This is an optimization exercise on Yosys and OpenROAD, whose aim is small area, a short achievable clock period and few clock cycles, not a production implementation. Function was checked by simulation only, so behaviour that the tests miss may differ from the original.

File: flow/design.v
module awn_lane (
    input  wire        clk,
    input  wire        rst,
    input  wire        start,
    output reg         done,
    output wire [9:0]  imem_addr,
    input  wire [31:0] imem_data,
    input  wire [63:0] in_bits,
    input  wire        wr_en,
    input  wire [1:0]  wr_sel,
    input  wire [3:0]  wr_addr,
    input  wire [31:0] wr_data,
    output wire [63:0] q_bits,
    output reg  [63:0] sig,
    output reg  [16:0] steps,
    output reg  [3:0]  cause
);
    localparam [63:0] CRC_POLY = 64'h42F0_E1EB_A9EA_3693;
    localparam [3:0] CAUSE_END     = 4'h1;
    localparam [3:0] CAUSE_STACK   = 4'h2;
    localparam [3:0] CAUSE_ILLEGAL = 4'h4;
    localparam [5:0] OP_LD   = 6'h01, OP_AND  = 6'h02, OP_OR   = 6'h03, OP_XOR  = 6'h04;
    localparam [5:0] OP_ST   = 6'h05, OP_SET  = 6'h06, OP_RST  = 6'h07, OP_NOT  = 6'h08;
    localparam [5:0] OP_PSH  = 6'h10, OP_POP  = 6'h11, OP_RDS  = 6'h12, OP_POPA = 6'h13;
    localparam [5:0] OP_POPO = 6'h14, OP_POPX = 6'h15;
    localparam [5:0] OP_CTU  = 6'h1A, OP_CTD  = 6'h1B, OP_CRS  = 6'h1C, OP_CLD  = 6'h1D;
    localparam [5:0] OP_EDG  = 6'h1E;
    localparam [5:0] OP_LW   = 6'h20, OP_SW   = 6'h21, OP_ADD  = 6'h22, OP_SUB  = 6'h23;
    localparam [5:0] OP_MUL  = 6'h24, OP_ANDW = 6'h25, OP_ORW  = 6'h26, OP_XORW = 6'h27;
    localparam [5:0] OP_MIN  = 6'h28, OP_MAX  = 6'h29, OP_SEL  = 6'h2A;
    localparam [5:0] OP_CEQ  = 6'h2B, OP_CNE  = 6'h2C, OP_CLT  = 6'h2D, OP_CLE  = 6'h2E;
    localparam [5:0] OP_CGT  = 6'h2F, OP_CGE  = 6'h30;
    localparam [5:0] OP_SHL  = 6'h31, OP_SHR  = 6'h32, OP_ASR  = 6'h33;
    localparam [5:0] OP_NEGW = 6'h34, OP_ABS  = 6'h35, OP_LDL  = 6'h36;
    localparam [5:0] OP_JMP  = 6'h38, OP_JC   = 6'h39, OP_JNC  = 6'h3A;
    localparam [5:0] OP_NOP  = 6'h3E, OP_END  = 6'h3F;
    localparam [2:0] BS_I = 3'd0, BS_Q = 3'd1, BS_M = 3'd2, BS_WB = 3'd3;
    localparam [2:0] BS_C = 3'd5, BS_S = 3'd6;
    localparam [2:0] WS_IW = 3'd0, WS_QW = 3'd1, WS_MW = 3'd2, WS_W = 3'd3;
    localparam [2:0] WS_K  = 3'd4, WS_CV = 3'd6, WS_IMM = 3'd7;
    reg  [63:0] q_r;               
    reg  [63:0] m_r;               
    reg  [31:0] w_r   [0:15];      
    reg  [31:0] k_r   [0:7];       
    reg  [31:0] cv_r  [0:7];       
    reg  [7:0]  in_u_r;            
    reg  [7:0]  in_d_r;            
    reg  [15:0] prev_r;            
    reg  [31:0] scan_no;           
    reg         first_r;           
    reg         running;
    reg         lit_pending;       
    reg  [10:0] pc;                
    reg         ba;
    reg  [31:0] wa;
    reg  [15:0] stk;
    reg  [4:0]  depth;
    reg         ov;
    reg         first_scan;        
    reg  [63:0] crc;
    reg  [16:0] nsteps;
    assign q_bits = q_r;
    integer i;
    function [63:0] crc_fold;
        input [63:0]  c;
        input [127:0] rec;
        integer b;
        reg fb;
        begin
            crc_fold = c;
            for (b = 127; b >= 0; b = b - 1) begin
                fb = crc_fold[63] ^ rec[b];
                crc_fold = {crc_fold[62:0], 1'b0} ^ (fb ? CRC_POLY : 64'd0);
            end
        end
    endfunction
    wire [31:0] ir     = imem_data;
    wire [5:0]  op     = ir[31:26];
    wire [2:0]  space  = ir[25:23];
    wire        ninv   = ir[22];
    wire [16:0] bidx   = ir[16:0];
    wire [15:0] widx   = ir[15:0];
    wire [11:0] objn   = ir[11:0];
    wire [15:0] target = ir[15:0];
    wire [4:0]  shamt  = ir[4:0];
    wire fmt_b_ok  = (ir[21:17] == 5'd0);
    wire fmt_w_ok  = (ir[22:16] == 7'd0);
    wire fmt_o_ok  = (ir[25:12] == 14'd0);
    wire fmt_j_ok  = (ir[25:16] == 10'd0);
    wire fmt_s_ok  = (ir[25:5]  == 21'd0);
    wire fmt_n_ok  = (ir[25:0]  == 26'd0);
    reg bit_rd_ok;
    always @(*) begin
        case (space)
            BS_I, BS_Q, BS_M: bit_rd_ok = (bidx < 17'd64);
            BS_WB:            bit_rd_ok = (bidx < 17'd512);
            BS_C:             bit_rd_ok = (bidx < 17'd8);
            BS_S:             bit_rd_ok = (bidx < 17'd12);
            default:          bit_rd_ok = 1'b0;
        endcase
    end
    reg bit_st_ok;
    always @(*) begin
        case (space)
            BS_Q, BS_M: bit_st_ok = (bidx < 17'd64);
            BS_WB:      bit_st_ok = (bidx < 17'd512);
            default:    bit_st_ok = 1'b0;
        endcase
    end
    reg word_rd_ok;
    always @(*) begin
        case (space)
            WS_IW, WS_QW, WS_MW: word_rd_ok = (widx < 16'd2);
            WS_W:                word_rd_ok = (widx < 16'd16);
            WS_K, WS_CV:         word_rd_ok = (widx < 16'd8);
            WS_IMM:              word_rd_ok = 1'b1;
            default:             word_rd_ok = 1'b0;
        endcase
    end
    reg word_st_ok;
    always @(*) begin
        case (space)
            WS_QW, WS_MW: word_st_ok = (widx < 16'd2);
            WS_W:         word_st_ok = (widx < 16'd16);
            default:      word_st_ok = 1'b0;
        endcase
    end
    reg legal;
    always @(*) begin
        case (op)
            OP_LD, OP_AND, OP_OR, OP_XOR:
                legal = fmt_b_ok && bit_rd_ok;
            OP_ST:
                legal = fmt_b_ok && bit_st_ok;
            OP_SET, OP_RST:
                legal = fmt_b_ok && !ninv && bit_st_ok;
            OP_NOT, OP_PSH, OP_POP, OP_RDS, OP_POPA, OP_POPO, OP_POPX,
            OP_NEGW, OP_ABS, OP_NOP, OP_END:
                legal = fmt_n_ok;
            OP_LDL:
                legal = fmt_n_ok && (pc != 11'd1023);
            OP_CTU, OP_CTD, OP_CRS, OP_CLD:
                legal = fmt_o_ok && (objn < 12'd8);
            OP_EDG:
                legal = fmt_o_ok && (objn < 12'd16);
            OP_SW:
                legal = fmt_w_ok && word_st_ok;
            OP_LW, OP_ADD, OP_SUB, OP_MUL, OP_ANDW, OP_ORW, OP_XORW,
            OP_MIN, OP_MAX, OP_SEL, OP_CEQ, OP_CNE, OP_CLT, OP_CLE, OP_CGT, OP_CGE:
                legal = fmt_w_ok && word_rd_ok;
            OP_SHL, OP_SHR, OP_ASR:
                legal = fmt_s_ok;
            OP_JMP, OP_JC, OP_JNC:
                legal = fmt_j_ok && (target > {5'd0, pc}) && (target < 16'd1024);
            default:
                legal = 1'b0;
        endcase
    end
    reg [7:0] cout;
    always @(*) begin
        for (i = 0; i < 8; i = i + 1)
            cout[i] = ($signed(cv_r[i]) >= $signed(k_r[i]));
    end
    reg [15:0] sysbits;
    always @(*) begin
        sysbits = 16'd0;
        sysbits[0] = 1'b1;         
        sysbits[1] = 1'b0;         
        sysbits[2] = first_scan;   
        sysbits[3] = ov;           
        sysbits[4] = 1'b0;         
    end
    wire [31:0] wb_word = w_r[bidx[8:5]];
    reg bit_raw;
    always @(*) begin
        case (space)
            BS_I:    bit_raw = in_bits[bidx[5:0]];
            BS_Q:    bit_raw = q_r[bidx[5:0]];
            BS_M:    bit_raw = m_r[bidx[5:0]];
            BS_WB:   bit_raw = wb_word[bidx[4:0]];
            BS_C:    bit_raw = cout[bidx[2:0]];
            BS_S:    bit_raw = sysbits[bidx[3:0]];
            default: bit_raw = 1'b0;
        endcase
    end
    wire bx = bit_raw ^ ninv;
    reg [31:0] wx;
    always @(*) begin
        case (space)
            WS_IW:   wx = widx[0] ? in_bits[63:32] : in_bits[31:0];
            WS_QW:   wx = widx[0] ? q_r[63:32]     : q_r[31:0];
            WS_MW:   wx = widx[0] ? m_r[63:32]     : m_r[31:0];
            WS_W:    wx = w_r[widx[3:0]];
            WS_K:    wx = k_r[widx[2:0]];
            WS_CV:   wx = cv_r[widx[2:0]];
            WS_IMM:  wx = {{16{widx[15]}}, widx};
            default: wx = 32'd0;
        endcase
    end
    wire [32:0] add_full = {wa[31], wa} + {wx[31], wx};
    wire [32:0] sub_full = {wa[31], wa} - {wx[31], wx};
    wire        add_ov   = add_full[32] ^ add_full[31];
    wire        sub_ov   = sub_full[32] ^ sub_full[31];
    wire signed [63:0] mul_full = $signed(wa) * $signed(wx);
    wire        mul_ov   = (mul_full[63:31] != {33{1'b0}}) && (mul_full[63:31] != {33{1'b1}});
    wire [31:0] neg_wa   = 32'd0 - wa;
    wire        neg_ov   = (wa == 32'h8000_0000);
    wire [31:0] abs_wa   = wa[31] ? neg_wa : wa;
    wire        lt       = $signed(wa) < $signed(wx);
    wire        eq       = (wa == wx);
    wire [2:0]  cn     = objn[2:0];
    wire [3:0]  en     = objn[3:0];
    wire [31:0] cv_cur = cv_r[cn];
    wire [31:0] cv_inc = (cv_cur == 32'h7FFF_FFFF) ? cv_cur : cv_cur + 32'd1;
    wire [31:0] cv_dec = (cv_cur == 32'h8000_0000) ? cv_cur : cv_cur - 32'd1;
    wire        edge_rising = (en < 4'd8);
    wire        edge_prev   = prev_r[en];
    wire        edge_out    = edge_rising ? (ba & ~edge_prev) : (edge_prev & ~ba);
    reg         n_ba;
    reg  [31:0] n_wa;
    reg  [15:0] n_stk;
    reg  [4:0]  n_depth;
    reg         n_ov;
    reg  [10:0] n_pc;
    reg         close;
    reg  [3:0]  close_cause;
    reg         fold;
    reg [127:0] rec;
    reg         n_lit;
    reg         bst_en;      
    reg         bst_val;
    reg         wst_en;      
    reg         cv_we;
    reg  [31:0] cv_wd;
    reg         inu_we, ind_we;
    reg         edg_we;
    reg  [31:0] cv_new;
    always @(*) begin
        n_ba        = ba;
        n_wa        = wa;
        n_stk       = stk;
        n_depth     = depth;
        n_ov        = ov;
        n_pc        = pc + 11'd1;
        close       = 1'b0;
        close_cause = CAUSE_END;
        fold        = 1'b0;
        rec         = 128'd0;
        n_lit       = 1'b0;
        bst_en      = 1'b0;
        bst_val     = 1'b0;
        wst_en      = 1'b0;
        cv_we       = 1'b0;
        cv_wd       = cv_cur;
        inu_we      = 1'b0;
        ind_we      = 1'b0;
        edg_we      = 1'b0;
        cv_new      = cv_cur;
        if (pc[10]) begin
            close       = 1'b1;
            close_cause = CAUSE_ILLEGAL;
        end else if (lit_pending) begin
            n_wa = ir;
        end else if (!legal) begin
            close       = 1'b1;
            close_cause = CAUSE_ILLEGAL;
        end else begin
            case (op)
                OP_LD:  n_ba = bx;
                OP_AND: n_ba = ba & bx;
                OP_OR:  n_ba = ba | bx;
                OP_XOR: n_ba = ba ^ bx;
                OP_ST, OP_SET, OP_RST: begin
                    if (op == OP_ST) begin
                        bst_en  = 1'b1;
                        bst_val = ba ^ ninv;
                    end else begin
                        bst_en  = ba;
                        bst_val = (op == OP_SET);
                    end
                    fold = 1'b1;
                    rec  = {4'h4, space, 40'd0, bidx, 63'd0, bst_en & bst_val};
                end
                OP_NOT: n_ba = ~ba;
                OP_PSH: begin
                    if (depth == 5'd16) begin
                        close       = 1'b1;
                        close_cause = CAUSE_STACK;
                    end else begin
                        n_stk   = {stk[14:0], ba};
                        n_depth = depth + 5'd1;
                    end
                end
                OP_POP, OP_RDS, OP_POPA, OP_POPO, OP_POPX: begin
                    if (depth == 5'd0) begin
                        close       = 1'b1;
                        close_cause = CAUSE_STACK;
                    end else begin
                        case (op)
                            OP_POP, OP_RDS: n_ba = stk[0];
                            OP_POPA:        n_ba = ba & stk[0];
                            OP_POPO:        n_ba = ba | stk[0];
                            default:        n_ba = ba ^ stk[0];
                        endcase
                        if (op != OP_RDS) begin
                            n_stk   = {1'b0, stk[15:1]};
                            n_depth = depth - 5'd1;
                        end
                    end
                end
                OP_CTU: begin
                    if (ba && !in_u_r[cn]) cv_new = cv_inc;
                    cv_we  = 1'b1;
                    cv_wd  = cv_new;
                    inu_we = 1'b1;
                    n_ba   = ($signed(cv_new) >= $signed(k_r[cn]));
                    fold   = 1'b1;
                    rec    = {4'h6, 2'd1, 46'd0, objn, 32'd0, cv_new};
                end
                OP_CTD: begin
                    if (ba && !in_d_r[cn]) cv_new = cv_dec;
                    cv_we  = 1'b1;
                    cv_wd  = cv_new;
                    ind_we = 1'b1;
                    n_ba   = ($signed(cv_new) >= $signed(k_r[cn]));
                    fold   = 1'b1;
                    rec    = {4'h6, 2'd1, 46'd0, objn, 32'd0, cv_new};
                end
                OP_CRS, OP_CLD: begin
                    if (ba) cv_new = (op == OP_CRS) ? 32'd0 : wa;
                    cv_we = 1'b1;
                    cv_wd = cv_new;
                    fold  = 1'b1;
                    rec   = {4'h6, 2'd1, 46'd0, objn, 32'd0, cv_new};
                end
                OP_EDG: begin
                    n_ba   = edge_out;
                    edg_we = 1'b1;
                    fold   = 1'b1;
                    rec    = {4'h6, 2'd2, 46'd0, objn, 63'd0, ba};
                end
                OP_LW:   n_wa = wx;
                OP_SW: begin
                    wst_en = 1'b1;
                    fold   = 1'b1;
                    rec    = {4'h5, space, 41'd0, widx, 32'd0, wa};
                end
                OP_ADD:  begin n_wa = add_full[31:0];  n_ov = add_ov; end
                OP_SUB:  begin n_wa = sub_full[31:0];  n_ov = sub_ov; end
                OP_MUL:  begin n_wa = mul_full[31:0];  n_ov = mul_ov; end
                OP_ANDW: n_wa = wa & wx;
                OP_ORW:  n_wa = wa | wx;
                OP_XORW: n_wa = wa ^ wx;
                OP_MIN:  n_wa = lt ? wa : wx;
                OP_MAX:  n_wa = lt ? wx : wa;
                OP_SEL:  if (!ba) n_wa = wx;
                OP_CEQ:  n_ba = eq;
                OP_CNE:  n_ba = !eq;
                OP_CLT:  n_ba = lt;
                OP_CLE:  n_ba = lt | eq;
                OP_CGT:  n_ba = !(lt | eq);
                OP_CGE:  n_ba = !lt;
                OP_SHL:  n_wa = wa << shamt;
                OP_SHR:  n_wa = wa >> shamt;
                OP_ASR:  n_wa = $unsigned($signed(wa) >>> shamt);
                OP_NEGW: begin n_wa = neg_wa; n_ov = neg_ov; end
                OP_ABS:  begin n_wa = abs_wa; n_ov = wa[31] & neg_ov; end
                OP_LDL:  n_lit = 1'b1;
                OP_JMP, OP_JC, OP_JNC: begin
                    if (op == OP_JMP || (op == OP_JC && ba) || (op == OP_JNC && !ba)) begin
                        n_pc = target[10:0];
                        fold = 1'b1;
                        rec  = {4'h7, 44'd0, target, 54'd0, pc[9:0]};
                    end
                end
                OP_END: begin
                    close       = 1'b1;
                    close_cause = CAUSE_END;
                end
                default: ;   
            endcase
        end
    end
    wire [16:0]  steps_now = nsteps + 17'd1;
    wire [127:0] close_rec = {4'hF, 16'd0, close_cause, 23'd0, steps_now, 32'd0, scan_no};
    wire [63:0]  crc_step  = fold ? crc_fold(crc, rec) : crc;
    wire [63:0]  crc_close = crc_fold(crc, close_rec);
    assign imem_addr = running ? n_pc[9:0] : 10'd0;
    always @(posedge clk) begin
        if (rst) begin
            running     <= 1'b0;
            done        <= 1'b0;
            lit_pending <= 1'b0;
            pc          <= 11'd0;
            ba          <= 1'b0;
            wa          <= 32'd0;
            stk         <= 16'd0;
            depth       <= 5'd0;
            ov          <= 1'b0;
            first_scan  <= 1'b0;
            first_r     <= 1'b1;
            crc         <= 64'd0;
            nsteps      <= 17'd0;
            scan_no     <= 32'd0;
            sig         <= 64'd0;
            steps       <= 17'd0;
            cause       <= 4'd0;
            q_r         <= 64'd0;
            m_r         <= 64'd0;
            in_u_r      <= 8'd0;
            in_d_r      <= 8'd0;
            prev_r      <= 16'd0;
            for (i = 0; i < 16; i = i + 1) w_r[i] <= 32'd0;
            for (i = 0; i < 8; i = i + 1) begin
                k_r[i]  <= 32'd0;
                cv_r[i] <= 32'd0;
            end
        end else if (!running) begin
            done <= 1'b0;
            if (wr_en) begin
                case (wr_sel)
                    2'd0: if (wr_addr[0]) m_r[63:32] <= wr_data; else m_r[31:0] <= wr_data;
                    2'd1: w_r[wr_addr]       <= wr_data;
                    2'd2: k_r[wr_addr[2:0]]  <= wr_data;
                    default: cv_r[wr_addr[2:0]] <= wr_data;
                endcase
            end
            if (start) begin
                running     <= 1'b1;
                lit_pending <= 1'b0;
                pc          <= 11'd0;
                ba          <= 1'b0;
                wa          <= 32'd0;
                stk         <= 16'd0;
                depth       <= 5'd0;
                ov          <= 1'b0;
                first_scan  <= first_r;
                first_r     <= 1'b0;
                crc         <= 64'hFFFF_FFFF_FFFF_FFFF;
                nsteps      <= 17'd0;
                scan_no     <= scan_no + 32'd1;
            end
        end else begin
            nsteps      <= steps_now;
            pc          <= n_pc;
            ba          <= n_ba;
            wa          <= n_wa;
            stk         <= n_stk;
            depth       <= n_depth;
            ov          <= n_ov;
            lit_pending <= n_lit;
            crc         <= crc_step;
            if (bst_en) begin
                case (space)
                    BS_Q:    q_r[bidx[5:0]] <= bst_val;
                    BS_M:    m_r[bidx[5:0]] <= bst_val;
                    default: w_r[bidx[8:5]][bidx[4:0]] <= bst_val;
                endcase
            end
            if (wst_en) begin
                case (space)
                    WS_QW:   if (widx[0]) q_r[63:32] <= wa; else q_r[31:0] <= wa;
                    WS_MW:   if (widx[0]) m_r[63:32] <= wa; else m_r[31:0] <= wa;
                    default: w_r[widx[3:0]] <= wa;
                endcase
            end
            if (cv_we)  cv_r[cn]    <= cv_wd;
            if (inu_we) in_u_r[cn]  <= ba;
            if (ind_we) in_d_r[cn]  <= ba;
            if (edg_we) prev_r[en]  <= ba;
            if (close) begin
                running <= 1'b0;
                done    <= 1'b1;
                sig     <= crc_close;
                steps   <= steps_now;
                cause   <= close_cause;
            end
        end
    end
endmodule
File: flow/run.sh
#!/bin/bash
# synth_recipe.tcl (not shown) runs the flow's synth.tcl, then flattens the netlist and writes it again
# the make line also repeats each setting of config.mk as NAME=value (left out here)
make -C /OpenROAD-flow-scripts/flow DESIGN_CONFIG=/design/flow/config.mk WORK_HOME=/design/flow/orfs CLKGATE_MAP_FILE= SYNTH_SCRIPT=/design/flow/synth_recipe.tcl finish
File: flow/config.mk
export PLATFORM = sky130hd
export DESIGN_NAME = awn_lane
export DESIGN_NICKNAME = awn_lane
export VERILOG_FILES = /design/flow/design.v
export SDC_FILE = /design/flow/constraint.sdc
export NUM_CORES = 4
export LEC_CHECK = 0
export CAP_MARGIN = 20
export CORE_MARGIN = 2
export CORE_UTILIZATION = 40
export SLEW_MARGIN = 20
File: flow/constraint.sdc
create_clock -name core_clock -period 22.0 [get_ports {clk}]
set_input_delay 4.4000 -clock core_clock [delete_from_list [all_inputs] [get_ports {clk}]]
set_output_delay 4.4000 -clock core_clock [all_outputs]
set_load 0.01 [all_outputs]
==> results.ini <==
[logic_synthesis]
syn-num-nets = 20600
syn_inst = 18800
syn-cell-area_mm2 = 0.181
yosys_most_used_dff = edfxtp_1
seq_area_frac_synth_pct = 21.8
ys_warn_count = 1
synth_top_family_by_area = XOR/XNOR gates
synth-async-reset-ratio_pct = 0
synth_fa_ha_area_share_pct = 16.4
synthMuxAreaShare_pct = 6.15
postSynthAreaPerCell_um2 = 9.63
synth_xor_xnor_area_share_pct = 28.1
synth_compound_area_share_pct = 10.8
synth_cell_type_count = 104
synth_simple_gate_area_share_pct = 11.6
synth_edf_count = 1024
ys_seq_elements = 1452

[min_path]
holdCritPathClass = reg2reg
min-delay-start = sig[22]$_SDFFE_PP0P_

[grt]
antenna_found_initial = 93
gr-usage-all-layers_pct = 36.8
grt_pass1_wl_um = 1190000
grt_max_degree = 228
grt_pass1_vias = 151000
grt_overflow_total = 0

[clocking]
worstSkewPairLatency_ps = 1040
cts.clk_slew.worst_paths_ps = 70
cts.sinks = 1452
cts_tree = done
cts_hold_repair.buffers = 0
htreeDepth = 4
clockBufferDepth = 4
cts_buffers = 184
root_buffer = clkbuf_16

[worst_setup_path]
critical-path-slowest-cell = or4_1
path_common_cell = xnor2_1
r2r_start = crc[59]$_SDFFE_PP0P_
cp-start-kind = input pin
path_class = in2reg
worst_ep_arrival_time_ps = 21960
startpoint = imem_data[13]
cp.required_ps = 22820
end_kind = flip-flop
max_stage_delay_ps = 950
critPathMaxFanout = 8
cp.buffers_inverters = 6
cp_top_family = XOR/XNOR gates

[sta]
hold_viol_final = 0
fin_worst_skew_ps = 142
rsz0062_at_grt = false
setup_viol = 0
fin_crit_sh_pct = 96.1
slew_headroom_pct = 12.1
report.final.slew_viol_count = 0
fin_setup_tns_ps = 0
fmax_mhz = 47.3
fin_crit_ps = 21150
worst_slew_pin_slew_ps = 1320

[routing]
first_iter_violations = 19900
drt-pass1-iter-count = 12
vias = 153000
drc = 0
ant_nets = 0
routed_wl_um = 861000
vias_per_cell = 6.04
wl_per_cell_um = 34.0

[floorplan]
dieArea_mm2 = 0.457
num_rows = 246
dieHeight_um = 676
core_mm2 = 0.449
fp.dieW_um = 676
start_util_pct = 40.2
io_pins = 298

[placement]
placed_cell_area_mm2 = 0.196
portBuffers = 296
placed_cells = 25000
dp_hpwl_um = 664000
place_congestion = 1.06

[final_layout]
layout-drive-gt1-share_pct = 12.6
syn_to_final_growth_pct = 12.0
num-nets-final = 21100
fin_cells = 25300
fillCellCount = 43000
fin_area_mm2 = 0.202

[flow_run]
drv_cap = 0

[status]
outcome = no timing/DRC/antenna violations

==> per-layer routing <==
| layer | track usage (%) | part of all wire (%) | vias up |
|---|---|---|---|
| li1 | - | - | 64200 |
| met1 | 46.1 | 38 | 76800 |
| met2 | 55.4 | 43 | 9571 |
| met3 | 8.20 | 10 | 2362 |
| met4 | 27.9 | 9.2 | 64 |
| met5 | 0 | 0.047 | - |
==> final cells by class <==
class / count / area [um^2] / share of cell area, %
clock inverter: 101 / 987 / 0.488
clock buffer: 223 / 4880 / 2.41
sequential: 1452 / 39400 / 19.5
antenna: 35 / 87.6 / 0.0433
timing repair buffer: 1520 / 12500 / 6.16
tap: 5952 / 7450 / 3.68
multi-input combinational: 14900 / 133000 / 65.6
inverter: 1157 / 4370 / 2.16
==> cell usage in the layout (no fill, tap or decap), drive strengths merged, types with 89 or more instances in the layout <==
cell type,netlist,routed
clkinv,15,89
inv,1142,1151
buf,219,1239
and2,284,284
nor2b,99,99
nor3,242,242
ha,633,633
a21oi,726,726
o211ai,256,256
nand2b,91,91
nand2,1803,1803
xnor2,3386,3386
edfxtp,1024,1024
a311oi,100,100
clkbuf,1010,223
nor2,1666,1667
o21ai,658,658
nand3,222,222
nand4,111,111
a21o,458,458
o21bai,129,129
xnor3,366,366
a211oi,108,108
fa,1085,1085
mux4,360,360
dfxtp,428,428
clkdlybuf4s50,0,281
mux2i,295,295
xor2,918,918
==> worst min-delay path, delay by kind of cell (launching register included) <==
kind,cells,cell delay [ps]
simple gates,1,50
compound gates,1,50
flops,1,310
==> logic make-up (layout without fill, tap and decap cells) <==
group                    Yosys count  after routing
flip-flops                      1452           1452
adder cells (fa/ha/maj)         1719           1719
AND/OR/NAND/NOR                 4789           4790
XOR/XNOR                        4740           4740
multiplexers                     659            659
AO/OA/AOI/OAI                   2998           2998
buffers and inverters           2392           3001
other                              1             36
==> final timing paths <==
kind	end	slack, ps	cells after the start
min reg2reg	sig[22]$_SDFFE_PP0P_	450	2
max	crc[54]$_SDFFE_PP0P_	850	51
min	sig[22]$_SDFFE_PP0P_	450	2
max reg2reg	sig[39]$_SDFFE_PP0P_	4350	47
==> sequential cells by signal, indices dropped and copies added, names as in the netlist, 3 cells and up <==
register	cells
prev_r	16
crc	64
q_r	64
cause	3
depth	5
pc	11
stk	16
cv_r	256
w_r	512
wa	32
scan_no	32
nsteps	17
m_r	64
in_u_r	8
in_d_r	8
sig	64
steps	17
k_r	256
==> synth_stat cells, types with 34 or more instances <==
| cell | count | area (um^2) |
|---|---|---|
| nor2b_1 | 99 | 619 |
| edfxtp_1 | 1024 | 30700 |
| inv_1 | 1138 | 4270 |
| a31oi_1 | 49 | 307 |
| xnor2_4 | 65 | 1790 |
| a22oi_1 | 87 | 653 |
| clkbuf_1 | 1009 | 3790 |
| a311oi_1 | 98 | 858 |
| nor2_1 | 1665 | 6250 |
| a211oi_1 | 108 | 811 |
| xor2_2 | 52 | 846 |
| nor3_1 | 240 | 1200 |
| o221ai_1 | 56 | 490 |
| a21o_1 | 458 | 3440 |
| xnor2_1 | 3181 | 27900 |
| and2_1 | 283 | 1770 |
| o211ai_1 | 256 | 1920 |
| mux4_2 | 360 | 8110 |
| dfxtp_1 | 428 | 8570 |
| xor3_1 | 62 | 1470 |
| or3_1 | 45 | 282 |
| buf_1 | 150 | 563 |
| nand2_1 | 1803 | 6770 |
| o21bai_1 | 129 | 968 |
| o22ai_1 | 69 | 432 |
| a21oi_1 | 726 | 3630 |
| o21ai_0 | 625 | 3130 |
| xnor3_1 | 305 | 6870 |
| xnor3_2 | 60 | 1430 |
| mux2i_1 | 295 | 2950 |
| and3_1 | 63 | 394 |
| nand4_1 | 111 | 694 |
| nor4_1 | 54 | 338 |
| ha_1 | 633 | 7920 |
| fa_1 | 1085 | 21700 |
| xnor2_2 | 140 | 2280 |
| xor2_1 | 842 | 7370 |
| nand2b_1 | 91 | 569 |
| a221oi_1 | 74 | 648 |
| nand3_1 | 222 | 1110 |
| a221o_1 | 34 | 340 |
==> per-stage QoR <==
stage | hold slack [ps] | utilization, % | worst slack, ps
final | 448 | 45.0 | 851
after global placement | 434 | 43.6 | -501
after CTS | 453 | 45.0 | 371
after detailed placement | 443 | 43.7 | -509
after global routing | 463 | 45.0 | 15.5
after floorplan | 426 | - | 4.98
==> repair_timing <==
action                     in CTS  in global routing
buffers inserted                0                  5
setup endpoints to repair       0                  1
gates resized for setup         0                 11
Testbench counts, summed over its fixed seeds: cycles 38,475.

-- static timing again, ports no longer ideal --
How much do the figures lean on ideal ports? The routed layout below was timed once more, with nothing changed but the port constraints. Step 1: set_driving_cell puts a clkbuf_16 on clk and a buf_2 on each other input, an assumption about the parent block. Step 2 also shifts input and output timing later by t, the mid clock arrival at the registers, as if the neighbouring blocks saw the same clock. Three values: no drivers, after step 1, after step 2; two values: the first two.
t, ns: 1.099
setup slack, ns: 0.851 / 0.947 / -0.152
latest minus earliest clock arrival (ns): 0.142 / 0.142
Met with ideal ports but missed after step 2: setup timing in this run. The setup slack of this run moves by +0.096 ns with the drivers and by -1.003 ns with both steps.
